Source: an optimization exercise on an open RTL-to-GDS flow (aim: small area, a short achievable clock period and few clock cycles per item). Production flows keep margins and buffers that such runs may drop. Only simulation tests tie the RTL to the original design; equivalence was not proved. Power figures rest on the tool's default switching activity, not on a simulated workload.

// cmp_decoder
module cmp_decoder (
    input  wire        clk,
    input  wire        rst,         
    input  wire [1:0]  cfg_fmt,     
    input  wire [1:0]  cfg_type,    
    input  wire        cfg_pred,
    input  wire [2:0]  cfg_e,
    input  wire [15:0] cfg_npix,
    input  wire [15:0] cfg_len,
    input  wire        in_valid,
    output reg         in_ready,
    input  wire [31:0] in_data,
    output reg         out_valid,
    input  wire        out_ready,
    output wire [15:0] out_pix,
    output wire        out_last,
    output wire [31:0] res_crc,
    output wire        res_err
);
    localparam [31:0] CRC_POLY = 32'h82F6_3B78;    
    function [31:0] crc_g16;
        input [15:0] x;
        integer i;
        reg [31:0] cc;
        begin
            cc = 32'd0;
            for (i = 0; i < 16; i = i + 1)
                cc = (cc[0] ^ x[i]) ? ((cc >> 1) ^ CRC_POLY) : (cc >> 1);
            crc_g16 = cc;
        end
    endfunction
    function [22:0] add22;
        input [21:0] x, y;
        integer i, d;
        reg [21:0] g, p, t;
        begin
            g = x & y;
            p = x ^ y;
            t = p;
            for (d = 1; d < 22; d = d * 2)
                for (i = 21; i >= d; i = i - 1) begin
                    g[i] = g[i] | (t[i] & g[i-d]);
                    t[i] = t[i] & t[i-d];
                end
            add22 = {g[21], p ^ {g[20:0], 1'b0}};
        end
    endfunction
    function [6:0] add7;
        input [6:0] x, y;
        integer i, d;
        reg [6:0] g, p, t;
        begin
            g = x & y;
            p = x ^ y;
            t = p;
            for (d = 1; d < 7; d = d * 2)
                for (i = 6; i >= d; i = i - 1) begin
                    g[i] = g[i] | (t[i] & g[i-d]);
                    t[i] = t[i] & t[i-d];
                end
            add7 = p ^ {g[5:0], 1'b0};
        end
    endfunction
    function [31:0] crc_k;
        input integer w;
        begin
            crc_k = ~(32'hFFFF_FFFF >> w) ^ crc_g16(((16'd1 << w) - 16'd1) << (16 - w));
        end
    endfunction
    reg  [1:0]  fmt_r;
    reg  [1:0]  type_r;
    reg         pred_r;
    reg  [2:0]  e_r;
    reg  [1:0]  lpad;         
    wire raw = (type_r == 2'd1);
    wire bnd = (type_r == 2'd3);
    wire b10 = (fmt_r == 2'd0);
    wire b12 = (fmt_r == 2'd1);
    wire [4:0]  b    = b10 ? 5'd10 : b12 ? 5'd12 : 5'd16;
  ...
Settings: LEC_CHECK=0, ABC_AREA=1, CAP_MARGIN=20, CORE_MARGIN=2, CORE_UTILIZATION=40, SLEW_MARGIN=20, TNS_END_PERCENT=0; clock period 24.0 ns.
standard.sh (not shown) runs the stock make flow with config.mk's settings and CLKGATE_MAP_FILE= SYNTH_SCRIPT=/design/flow/synth_recipe.tcl, a recipe that flattens the netlist after the stock synthesis.
==> flow/flow/run.sh <==
#!/bin/bash
# Layout flow: the standard layout (standard.sh: ORFS from synthesis to
# the final layout, at the design's clock period and constraints, with the
# settings of config.mk) with these changes to how the layout is made:
#  - ADDER_MAP_FILE is empty, so synthesis leaves adders to ABC as plain
#    gates instead of extracting full/half adder cells, which ABC cannot
#    see through (the registers are unchanged);
#  - ORFS's setup repair over-fixes by SETUP_SLACK_MARGIN ns (on the worst
#    path only, TNS_END_PERCENT 0 in config.mk), so the layout ends with more
#    setup slack at the same clock period;
#  - the port buffers that ORFS adds on every input and output are buf_2.
# make's full output goes to standard.log; ORFS's own logs stay in orfs/logs.
set -euo pipefail
export ADDER_MAP_FILE=
export SETUP_SLACK_MARGIN=18
export BUFFER_PORTS_ARGS="-buffer_cell sky130_fd_sc_hd__buf_2"
bash standard.sh > standard.log 2>&1
Testbench counts at the start, summed over its fixed seeds: cycles 140,103, pixels 137,713.
Edit:
--- a/flow/design.v
+++ b/flow/design.v
@@ -215,36 +215,27 @@
     always @(*) begin
         case (u_r)
             2'd0: begin ysh = y;                      crc_hi = {16'd0, crc_in[31:16]}; kw = crc_k(16); end
             2'd1: begin ysh = {y[13:0], 2'd0};        crc_hi = {14'd0, crc_in[31:14]}; kw = crc_k(14); end
             2'd2: begin ysh = {y[11:0], 4'd0};        crc_hi = {12'd0, crc_in[31:12]}; kw = crc_k(12); end
             default: begin ysh = {y[9:0], 6'd0};      crc_hi = {10'd0, crc_in[31:10]}; kw = crc_k(10); end
         endcase
     end
     wire [31:0] crc_nx = crc_hi ^ crc_g16(ysh) ^ kw;
-    wire        fin    = rv && rlast && !done;
-    wire        crc_en = (deliver && !rlast) || fin;
+    wire        crc_en = rv && !done;
     wire rv_nxt    = adv ? pv : rv;
     wire rlast_nxt = pop ? plast : rlast;
-    wire done_nxt  = pop ? 1'b0 : (done || fin);
+    wire done_nxt  = pop ? 1'b0 : (done || crc_en);
     wire out_valid_nxt = rv_nxt && (!rlast_nxt || done_nxt);
     wire pv_nxt    = pv ? (!pop || qv || dec) : dec;
     wire ready_free = !pv_nxt;
     always @(posedge clk) begin
-        if (rst) begin
-            busy      <= 1'b0;
-            in_ready  <= 1'b0;
-            pv        <= 1'b0;
-            qv        <= 1'b0;
-            rv        <= 1'b0;
-            out_valid <= 1'b0;
-            done      <= 1'b0;
-        end else begin
+        begin
             busy <= busy_nxt;
             win  <= win_nx;
             if (!busy) begin
                 if (in_ready) begin
                     fmt_r  <= cfg_fmt;
                     type_r <= cfg_type;
                     pred_r <= cfg_pred;
                     e_r    <= cfg_e;
                     lpad   <= 2'd0 - cfg_len[1:0];
@@ -307,20 +298,28 @@
                               : (busy_nxt && wl_nxt_nz && (!pl_nxt_nz || (nw_nxt != 2'd3)));
             if (adv) begin
                 rv <= pv;
                 if (pv) begin
                     h1     <= hnew;
                     h2     <= h1;
                     rlast  <= plast;
                     rerr   <= perr;      
                     rfirst <= (pidx == 2'd0);
-                    done   <= 1'b0;
                     cb     <= cbl;
                     u_r    <= 2'd0 - wv[2:1];
                 end
             end
             if (crc_en) crc <= crc_nx;
-            if (fin) done <= 1'b1;
+            done <= done_nxt;
             out_valid <= out_valid_nxt;
         end
+        if (rst) begin
+            busy      <= 1'b0;
+            in_ready  <= 1'b0;
+            pv        <= 1'b0;
+            qv        <= 1'b0;
+            rv        <= 1'b0;
+            out_valid <= 1'b0;
+            done      <= 1'b0;
+        end
     end
 endmodule
After rerunning: Fmax goes up by about 1.8%. Global-route usage came out higher by 1.2 points. Power fell by 55%. Worst setup slack gets better by 110 ps. Core utilization rose by 0.54 points. Clock power is higher by 5.6%. Design area goes down by 0.88%. Wire length rose by 3.6%. Non-clock buffer count grows by 13. Critical path depth shrinks by 6. Synthesized area came out lower by about 2.3%. Worst hold slack gets better by 6.8 ps.
Testbench counts after the change, summed over its fixed seeds: cycles 140,103, pixels 137,713.

==> separate check: timing with driven ports <==
Ports are ideal in the flow. The routed layouts listed here were re-timed in OpenROAD. Step 1: set_driving_cell puts a clkbuf_16 on clk and a buf_2 on each other input, an assumption about the parent block. Step 2 moves the port delays by t, midway between the first and last clock arrival at a register: inputs arrive t later, outputs are due t later. That takes back most of the time a late clock gives input paths. a / b / c = ideal ports / drivers / drivers and shift; a / b = the first two.
| run | t, ns | slack for setup (ns) | hold slack, ns |
|---|---|---|---|
| the first run | 0.693 | 17.824 / 17.771 / 17.149 | 0.457 / 0.457 / 0.457 |
| the second run | 0.705 | 17.934 / 17.860 / 17.472 | 0.464 / 0.464 / 0.464 |
After both steps setup and hold are still met in every run listed. The setup slack of the first run, which loses most, moves by -0.053 ns with the drivers and by -0.675 ns with both steps.
